What follows belongs to an exercise in optimizing a design on an open flow for small area, a short achievable clock period and few clock cycles per item; a production flow would make more cautious choices.
In this exercise RTL edits were held to simulation tests only and were not proved equivalent to the original.

## sgl_flit_rx
module sgl_flit_rx (
  input  wire        clk,
  input  wire        rst,            
  input  wire        in_valid,
  input  wire [63:0] in_data,        
  output wire        in_ready,
  output wire        out_valid,
  output wire [63:0] out_data,       
  output wire        out_last,       
  output wire        out_pass,       
  output wire        out_fec_ok,     
  output wire [2:0]  out_corr,       
  output wire [23:0] out_corr_pos    
);
For scale: roughly 4900 cells after synthesis, about 2400 flip-flops, roughly 160 I/O pins, ~0.069 mm2 of cells after synthesis.
clock: 14.0 ns
lec_check: 0
cap_margin: 20
core_margin: 2
core_utilization: 62
slew_margin: 20
standard.sh (not shown) runs the stock make flow with config.mk's settings and CLKGATE_MAP_FILE= SYNTH_SCRIPT=/design/flow/synth_recipe.tcl, a recipe that flattens the netlist after the stock synthesis.
==> flow/flow/run.sh <==
#!/bin/bash
# The standard ORFS layout (standard.sh), with three changes to how the
# layout is made (the SDC, clock period and all constraints are unchanged):
#  - ports are buffered with buf_2 instead of the buffer ORFS picks,
#  - CTS clusters up to 30 sinks within 60 um and inserts no dummy loads,
#  - repair_timing works towards a setup slack margin of 9.9 ns.
# The full make output goes to standard.log; ORFS's per-step logs are under
# orfs/logs.
set -euo pipefail
export BUFFER_PORTS_ARGS="-buffer_cell sky130_fd_sc_hd__buf_2"
export CTS_ARGS="-sink_clustering_enable -repair_clock_nets -dont_use_dummy_load -sink_clustering_size 30 -sink_clustering_max_diameter 60"
export SETUP_SLACK_MARGIN=9.9
bash standard.sh > standard.log 2>&1
Testbench counts at the start, summed over its fixed seeds: cycles 16,648, flits 512.
Edit:
--- a/flow/flow/run.sh
+++ b/flow/flow/run.sh
@@ -11,2 +11,2 @@
-export CTS_ARGS="-sink_clustering_enable -repair_clock_nets -dont_use_dummy_load -sink_clustering_size 30 -sink_clustering_max_diameter 60"
-export SETUP_SLACK_MARGIN=9.9
+export CTS_ARGS="-sink_clustering_enable -repair_clock_nets -dont_use_dummy_load -sink_clustering_size 26 -sink_clustering_max_diameter 50"
+export SETUP_SLACK_MARGIN=10.05
After rerunning: Worst setup slack gets worse by 0.078 ns; global-route usage is higher by 1.0 points; cell area is higher by 1.6%; first-iteration DRC count does not change; wire length is higher by 3.5%; synthesized area does not change; cell count is higher by 0.70%; hold slack gets better by 0.028 ns; die area is unchanged; utilization is higher by 1.1 points.
Edit:
==> flow/flow/run.sh (replaced) <==
#!/bin/bash
# The standard ORFS layout (standard.sh), with three changes to how the
# layout is made (the SDC, clock period and all constraints are unchanged):
#  - ports are buffered with buf_4 instead of the buffer ORFS picks,
#  - CTS inserts no dummy loads,
#  - repair_timing works towards a setup slack margin of 9.5 ns.
# The full make output goes to standard.log; ORFS's per-step logs are under
# orfs/logs.
set -euo pipefail
export BUFFER_PORTS_ARGS="-buffer_cell sky130_fd_sc_hd__buf_2"
export CTS_ARGS="-sink_clustering_enable -repair_clock_nets -dont_use_dummy_load -sink_clustering_size 30 -sink_clustering_max_diameter 60"
export SETUP_SLACK_MARGIN=9.3
bash standard.sh > standard.log 2>&1
- CORE_UTILIZATION: 62 -> 40
=>
- The changed run finished with timing, DRC and antenna clean
- global-route usage fell by 13 points
- non-clock buffer count came out lower by 11
- routed wire length drops by 6.6%
- sequential cell count does not change
Edit:
--- a/flow/flow/run.sh
+++ b/flow/flow/run.sh
@@ -4,3 +4,3 @@
-#  - ports are buffered with buf_4 instead of the buffer ORFS picks,
-#  - CTS inserts no dummy loads,
-#  - repair_timing works towards a setup slack margin of 9.5 ns.
+#  - ports are buffered with buf_2 instead of the buffer ORFS picks,
+#  - CTS clusters up to 30 sinks within 60 um and inserts no dummy loads,
+#  - repair_timing works towards a setup slack margin of 9.9 ns.
@@ -12 +12,2 @@
-export SETUP_SLACK_MARGIN=9.3
+export SETUP_SLACK_MARGIN=9.9
+export IO_CONSTRAINTS="$PWD/flow/io.tcl"
==> flow/flow/io.tcl (new file) <==
# Inputs on the left edge, outputs on the right edge.
set_io_pin_constraint -direction input -region left:*
set_io_pin_constraint -direction output -region right:*
- CORE_UTILIZATION: 40 -> 62
=>
- die area falls by about 35%
- register-to-register slack is better by 0.25 ns
- design area is lower by 1.4%
- first-iteration DRC count goes up by about 60%


== red ==
sgl_flit_rx again, from the RTL that the note above started with.
==> flow/config.mk <==
export PLATFORM = sky130hd
export DESIGN_NAME = sgl_flit_rx
export DESIGN_NICKNAME = sgl_flit_rx
export VERILOG_FILES = /design/flow/design.v
export SDC_FILE = /design/flow/constraint.sdc
export NUM_CORES = 4
export LEC_CHECK = 0
export CAP_MARGIN = 20
export CORE_MARGIN = 2
export CORE_UTILIZATION = 65
export SLEW_MARGIN = 20
==> flow/constraint.sdc <==
create_clock -name core_clock -period 14.0 [get_ports {clk}]
set_input_delay 2.8000 -clock core_clock [delete_from_list [all_inputs] [get_ports {clk}]]
set_output_delay 2.8000 -clock core_clock [all_outputs]
set_load 0.01 [all_outputs]
==> flow/flow/run.sh <==
#!/bin/bash
# The standard ORFS layout (standard.sh), with three changes to how the
# layout is made (the SDC, clock period and all constraints are unchanged):
#  - ports are buffered with buf_4 instead of the buffer ORFS picks,
#  - CTS inserts no dummy loads,
#  - repair_timing works towards a setup slack margin of 9.5 ns.
# The full make output goes to standard.log; ORFS's per-step logs are under
# orfs/logs.
set -euo pipefail
export BUFFER_PORTS_ARGS="-buffer_cell sky130_fd_sc_hd__buf_2"
export CTS_ARGS="-sink_clustering_enable -repair_clock_nets -dont_use_dummy_load -sink_clustering_size 30 -sink_clustering_max_diameter 60"
export SETUP_SLACK_MARGIN=9.8
bash standard.sh > standard.log 2>&1
red went all the way through the flow, and no timing, DRC or antenna check failed.
Testbench counts of red, summed over its fixed seeds: cycles 16,648, flits 512.
### red -> blue
-- flow/flow/run.sh --
<<< red, line 10
export BUFFER_PORTS_ARGS="-buffer_cell sky130_fd_sc_hd__buf_2"
export CTS_ARGS="-sink_clustering_enable -repair_clock_nets -dont_use_dummy_load -sink_clustering_size 30 -sink_clustering_max_diameter 60"
export SETUP_SLACK_MARGIN=9.8
bash standard.sh > standard.log 2>&1
>>> blue, line 10
export BUFFER_PORTS_ARGS="-buffer_cell sky130_fd_sc_hd__buf_2"
export CTS_ARGS="-sink_clustering_enable -repair_clock_nets -dont_use_dummy_load -sink_clustering_size 30 -sink_clustering_max_diameter 60"
export SETUP_SLACK_MARGIN=9.6
bash standard.sh > standard.log 2>&1
-- flow/config.mk --
<<< red, line 8
export CAP_MARGIN = 20
export CORE_MARGIN = 2
export CORE_UTILIZATION = 65
export SLEW_MARGIN = 20
>>> blue, line 8
export CAP_MARGIN = 20
export CORE_MARGIN = 2
export CORE_UTILIZATION = 40
export SLEW_MARGIN = 20
## What came out
Between blue and red, it is blue whose fraction of the cycle the final worst path needs is higher, by 2.4 points.
Diff red -> blue | number of ordinary and repair buffers in the finished layout | down by a few percent
Summary of blue over red: final cell count saw an increase; met1 routed wirelength after detailed routing saw an increase.
Note that the die outline width recorded for blue amounts to 1.3 times the value seen in red.
Changes in green relative to blue:
-- flow/flow/run.sh --
<<< blue, line 10
export BUFFER_PORTS_ARGS="-buffer_cell sky130_fd_sc_hd__buf_2"
export CTS_ARGS="-sink_clustering_enable -repair_clock_nets -dont_use_dummy_load -sink_clustering_size 30 -sink_clustering_max_diameter 60"
export SETUP_SLACK_MARGIN=9.6
bash standard.sh > standard.log 2>&1
>>> green, line 10
export BUFFER_PORTS_ARGS="-buffer_cell sky130_fd_sc_hd__buf_2"
export CTS_ARGS="-sink_clustering_enable -repair_clock_nets -dont_use_dummy_load -sink_clustering_size 30 -sink_clustering_max_diameter 60"
export SETUP_SLACK_MARGIN=9.7
bash standard.sh > standard.log 2>&1
-- flow/config.mk --
<<< blue, line 8
export CAP_MARGIN = 20
export CORE_MARGIN = 2
export CORE_UTILIZATION = 40
export SLEW_MARGIN = 20
>>> green, line 8
export CAP_MARGIN = 20
export CORE_MARGIN = 2
export CORE_UTILIZATION = 58
export SLEW_MARGIN = 20
### Flow results
- [compare] base=blue new=green: wire length per cell higher, filler cell count in the final layout lower, wire length the detailed router placed on met1 lower, diode insertion count for antenna repair lower.
- Changes observed in green relative to blue: setup slack shows an increase of 300 ps; final core utilization shows an increase of 19 points; area of the die shows a reduction of about 30%; combined global-route utilization of all metal layers shows an increase of 9.0 points.
- Against blue, worst hold-check slack in green came out better.
- Relative to blue, the final critical-path required period of green is lower by 300 ps.
For orange, these inputs were changed with respect to green:
==> flow/flow/run.sh <==
#!/bin/bash
# The standard ORFS layout (standard.sh), with three changes to how the
# layout is made (the SDC, clock period and all constraints are unchanged):
#  - ports are buffered with buf_2 instead of the buffer ORFS picks,
#  - CTS clusters up to 30 sinks within 60 um and inserts no dummy loads,
#  - repair_timing works towards a setup slack margin of 9.9 ns.
# The full make output goes to standard.log; ORFS's per-step logs are under
# orfs/logs.
set -euo pipefail
export BUFFER_PORTS_ARGS="-buffer_cell sky130_fd_sc_hd__buf_2"
export CTS_ARGS="-sink_clustering_enable -repair_clock_nets -dont_use_dummy_load -root_buf sky130_fd_sc_hd__clkbuf_16 -buf_list {sky130_fd_sc_hd__clkbuf_4 sky130_fd_sc_hd__clkbuf_8 sky130_fd_sc_hd__clkbuf_16} -sink_clustering_size 16 -sink_clustering_max_diameter 40"
export SETUP_SLACK_MARGIN=9.9
bash standard.sh > standard.log 2>&1
-- flow/config.mk --
<<< green, line 8
export CAP_MARGIN = 20
export CORE_MARGIN = 2
export CORE_UTILIZATION = 58
export SLEW_MARGIN = 20
>>> orange, line 8
export CAP_MARGIN = 20
export CORE_MARGIN = 2
export CORE_UTILIZATION = 62
export SLEW_MARGIN = 20
Notes after the runs:
green: no failed stages, no open violations at the end. Both conditions hold for orange: the flow ran to the end and the final layout passed the timing, DRC and antenna checks. green → orange: non-clock buffer count moved up; largest incremental delay on the critical path flat; worst setup slack after layout decreased by 81 ps relative to the old numbers; count of clock-buffer cells in the layout has increased; number of nets in the final layout +98. Global-route wire length before repair | orange above green. orange vs green — arrival time at the worst endpoint rose 80 ps. Fraction of the cycle the final worst path needs, green and orange: lower on green. Number of vias per cell: green and orange compared, lower one is green.
--- input diff orange..purple ---
==> flow/flow/run.sh <==
#!/bin/bash
# The standard ORFS layout (standard.sh), with three changes to how the
# layout is made (the SDC, clock period and all constraints are unchanged):
#  - ports are buffered with buf_4 instead of the buffer ORFS picks,
#  - CTS inserts no dummy loads,
#  - repair_timing works towards a setup slack margin of 9.5 ns.
# The full make output goes to standard.log; ORFS's per-step logs are under
# orfs/logs.
set -euo pipefail
export BUFFER_PORTS_ARGS="-buffer_cell sky130_fd_sc_hd__buf_2"
export CTS_ARGS="-sink_clustering_enable -repair_clock_nets -dont_use_dummy_load -sink_clustering_size 30 -sink_clustering_max_diameter 60"
export SETUP_SLACK_MARGIN=9.9
bash standard.sh > standard.log 2>&1
Notes after the runs:
purple: all stages complete, timing, DRC and antenna checks passed. Of the two values seen for critical path startpoint, out_data_q[35] was produced by orange and out_data_q[41] by purple. [compare] base=orange new=purple: maximum fanout count along the critical path did not really move, finished layout cell area decreased 2400 µm². Going from orange to purple, global routing met2 resource utilization down 3.6 points; clock-buffer cell count decreased by 45% relative to the old numbers; worst hold slack fell by 6.8 ps; area overhead of the layout relative to synthesis fell by 3.5 points. On non-clock buffer count, the higher figure sits with orange, not purple.


Another version of the RTL of sgl_flit_rx (not shown whole).
Size in the first run: ~160 I/O pins, ~71000 sq um of cells after synthesis.
Settings: LEC_CHECK=0, CAP_MARGIN=80, CORE_MARGIN=2, CORE_UTILIZATION=40, SLEW_MARGIN=80; clock period 14.0 ns.
run.sh (not shown) runs the stock make flow with config.mk's settings and CLKGATE_MAP_FILE= SYNTH_SCRIPT=/design/flow/synth_recipe.tcl, a recipe that flattens the netlist after the stock synthesis.
Stock flow here: none of the scripts above is used.
Testbench counts at the start, summed over its fixed seeds: cycles 16,648, flits 512.
Rerun with:
--- a/flow/config.mk
+++ b/flow/config.mk
@@ -7,5 +7,6 @@
 export LEC_CHECK = 0
-export CAP_MARGIN = 80
+export ABC_CLOCK_PERIOD_IN_PS = 3000
+export CAP_MARGIN = 20
 export CORE_MARGIN = 2
 export CORE_UTILIZATION = 40
-export SLEW_MARGIN = 80
+export SLEW_MARGIN = 20
The changed run ran to the end with no violations; clock skew grows by 0.0033 ns; via count shrinks by 6.0%; fmax shrinks by 3.7%; wire length shrinks by 2.3%.


## run A
sgl_flit_rx with an RTL version that a note above also has.
Size in the first run: roughly 4900 cells after synthesis, ~160 I/O pins, about 0.069 sq mm of cells after synthesis.
Settings: LEC_CHECK=0, CAP_MARGIN=20, CORE_MARGIN=2, CORE_UTILIZATION=62, SLEW_MARGIN=20; clock period 14.0 ns.
standard.sh (not shown) runs the stock make flow with config.mk's settings and CLKGATE_MAP_FILE= SYNTH_SCRIPT=/design/flow/synth_recipe.tcl, a recipe that flattens the netlist after the stock synthesis.
==> flow/flow/run.sh <==
#!/bin/bash
# The standard ORFS layout (standard.sh), with three changes to how the
# layout is made (the SDC, clock period and all constraints are unchanged):
#  - ports are buffered with buf_2 instead of the buffer ORFS picks,
#  - CTS clusters up to 30 sinks within 60 um and inserts no dummy loads,
#  - repair_timing works towards a setup slack margin of 9.9 ns.
# The full make output goes to standard.log; ORFS's per-step logs are under
# orfs/logs.
set -euo pipefail
export BUFFER_PORTS_ARGS="-buffer_cell sky130_fd_sc_hd__buf_2"
export CTS_ARGS="-sink_clustering_enable -repair_clock_nets -dont_use_dummy_load -sink_clustering_size 30 -sink_clustering_max_diameter 60 -balance_levels"
export SETUP_SLACK_MARGIN=9.9
bash standard.sh > standard.log 2>&1
Testbench counts of run A, summed over its fixed seeds: cycles 16,648, flits 512.
> inputs changed (run A -> run B)
Settings: a change of CORE_UTILIZATION from 62 to 50.
==> flow/flow/run.sh <==
#!/bin/bash
# The standard ORFS layout (standard.sh), with three changes to how the
# layout is made (the SDC, clock period and all constraints are unchanged):
#  - ports are buffered with buf_4 instead of the buffer ORFS picks,
#  - CTS inserts no dummy loads,
#  - repair_timing works towards a setup slack margin of 9.5 ns.
# The full make output goes to standard.log; ORFS's per-step logs are under
# orfs/logs.
set -euo pipefail
export BUFFER_PORTS_ARGS="-buffer_cell sky130_fd_sc_hd__buf_2"
export CTS_ARGS="-sink_clustering_enable -repair_clock_nets -dont_use_dummy_load -sink_clustering_size 30 -sink_clustering_max_diameter 60"
export SETUP_SLACK_MARGIN=9.6
bash standard.sh > standard.log 2>&1
--- outcome ---
Run B: PASS, flow complete, no timing, DRC or antenna violations
Run A → run B: total instance count after detailed placement now larger, area growth from synthesis to layout now larger, sequential share of layout area now smaller.
Run A has a lower placed standard-cell area than run B.
Between run B and run A, the global placement routability congestion is higher for run A.
Diff run B and run A: post-CTS repair timing setup buffer count lower in run B
Higher total length of routed met3 wires goes to run A over run B.
Run B does better than run A on via count of the routed design.
--- input diff run B..run C ---
Settings: CAP_MARGIN changed from 20 to 0; SLEW_MARGIN changed from 20 to 0; CORE_UTILIZATION changed from 50 to 62.
==> flow/flow/run.sh <==
#!/bin/bash
# The standard ORFS layout (standard.sh), with three changes to how the
# layout is made (the SDC, clock period and all constraints are unchanged):
#  - ports are buffered with buf_2 instead of the buffer ORFS picks,
#  - CTS clusters up to 30 sinks within 60 um and inserts no dummy loads,
#  - repair_timing works towards a setup slack margin of 9.9 ns.
# The full make output goes to standard.log; ORFS's per-step logs are under
# orfs/logs.
set -euo pipefail
export BUFFER_PORTS_ARGS="-buffer_cell sky130_fd_sc_hd__buf_2"
export CTS_ARGS="-sink_clustering_enable -repair_clock_nets -dont_use_dummy_load -sink_clustering_size 30 -sink_clustering_max_diameter 60"
export SETUP_SLACK_MARGIN=9.9
bash standard.sh > standard.log 2>&1
--- outcome ---
- No run among run C and run B stopped early or left any final violation; all are clean.
- Run B → run C: final critical path time including I/O delays and setup lower; wire length picked up an extra 4.9%; number of fillers in the final layout went down.
- Between run C and run B, design area is lower for run C, run B comes in above that.
- Looking at area of the die across both flows, run C is the stronger of the two, with run B trailing.
- Changes observed in run C relative to run B: number of flip-flops and latches barely changed; relative area change from synthesis to final layout dropped 0.55 points; worst hold slack dropped 0.012 ns.
- Of run C and run B, the lower worst slack at placement belongs to run B.

-- afterwards: timing with drivers on the ports --
Ports are ideal in the flow. The routed layouts listed here were re-timed in OpenROAD. Step 1 sets driving cells, clkbuf_16 on the clock port and buf_2 on the other inputs (assumed; they add their load-dependent delay and slew). Step 2 also shifts input and output timing later by t, the mid clock arrival at the registers, as if the neighbouring blocks saw the same clock. Three values: no drivers, after step 1, after step 2; two values: the first two.
run	t (ns)	setup slack, ns	latest minus earliest clock arrival (ns)
the first run of note 1	0.773	9.759 / 9.684 / 9.409	0.179 / 0.180
the second run of note 1	0.814	9.681 / 9.601 / 9.314	0.131 / 0.131
the third run of note 1	0.841	9.526 / 9.449 / 8.852	0.102 / 0.102
the fourth run of note 1	0.790	9.699 / 9.623 / 9.192	0.145 / 0.145
red	0.774	9.792 / 9.714 / 9.201	0.140 / 0.140
blue	0.840	9.461 / 9.380 / 9.051	0.110 / 0.111
green	0.795	9.762 / 9.686 / 9.090	0.148 / 0.148
orange	0.856	9.681 / 9.601 / 9.190	0.140 / 0.140
purple	0.773	9.759 / 9.684 / 9.409	0.179 / 0.180
the first run of note 3	0.922	9.082 / 9.000 / 8.594	0.112 / 0.113
the second run of note 3	0.923	8.894 / 8.901 / 7.978	0.096 / 0.096
run A	0.773	9.759 / 9.684 / 9.409	0.179 / 0.180
run B	0.805	9.641 / 9.559 / 9.061	0.176 / 0.176
run C	0.772	9.744 / 9.666 / 9.359	0.170 / 0.170
After both steps setup and hold are still met in every run listed. The setup slack of the second run of note 3, which loses most, moves by +0.007 ns with the drivers and by -0.916 ns with both steps.
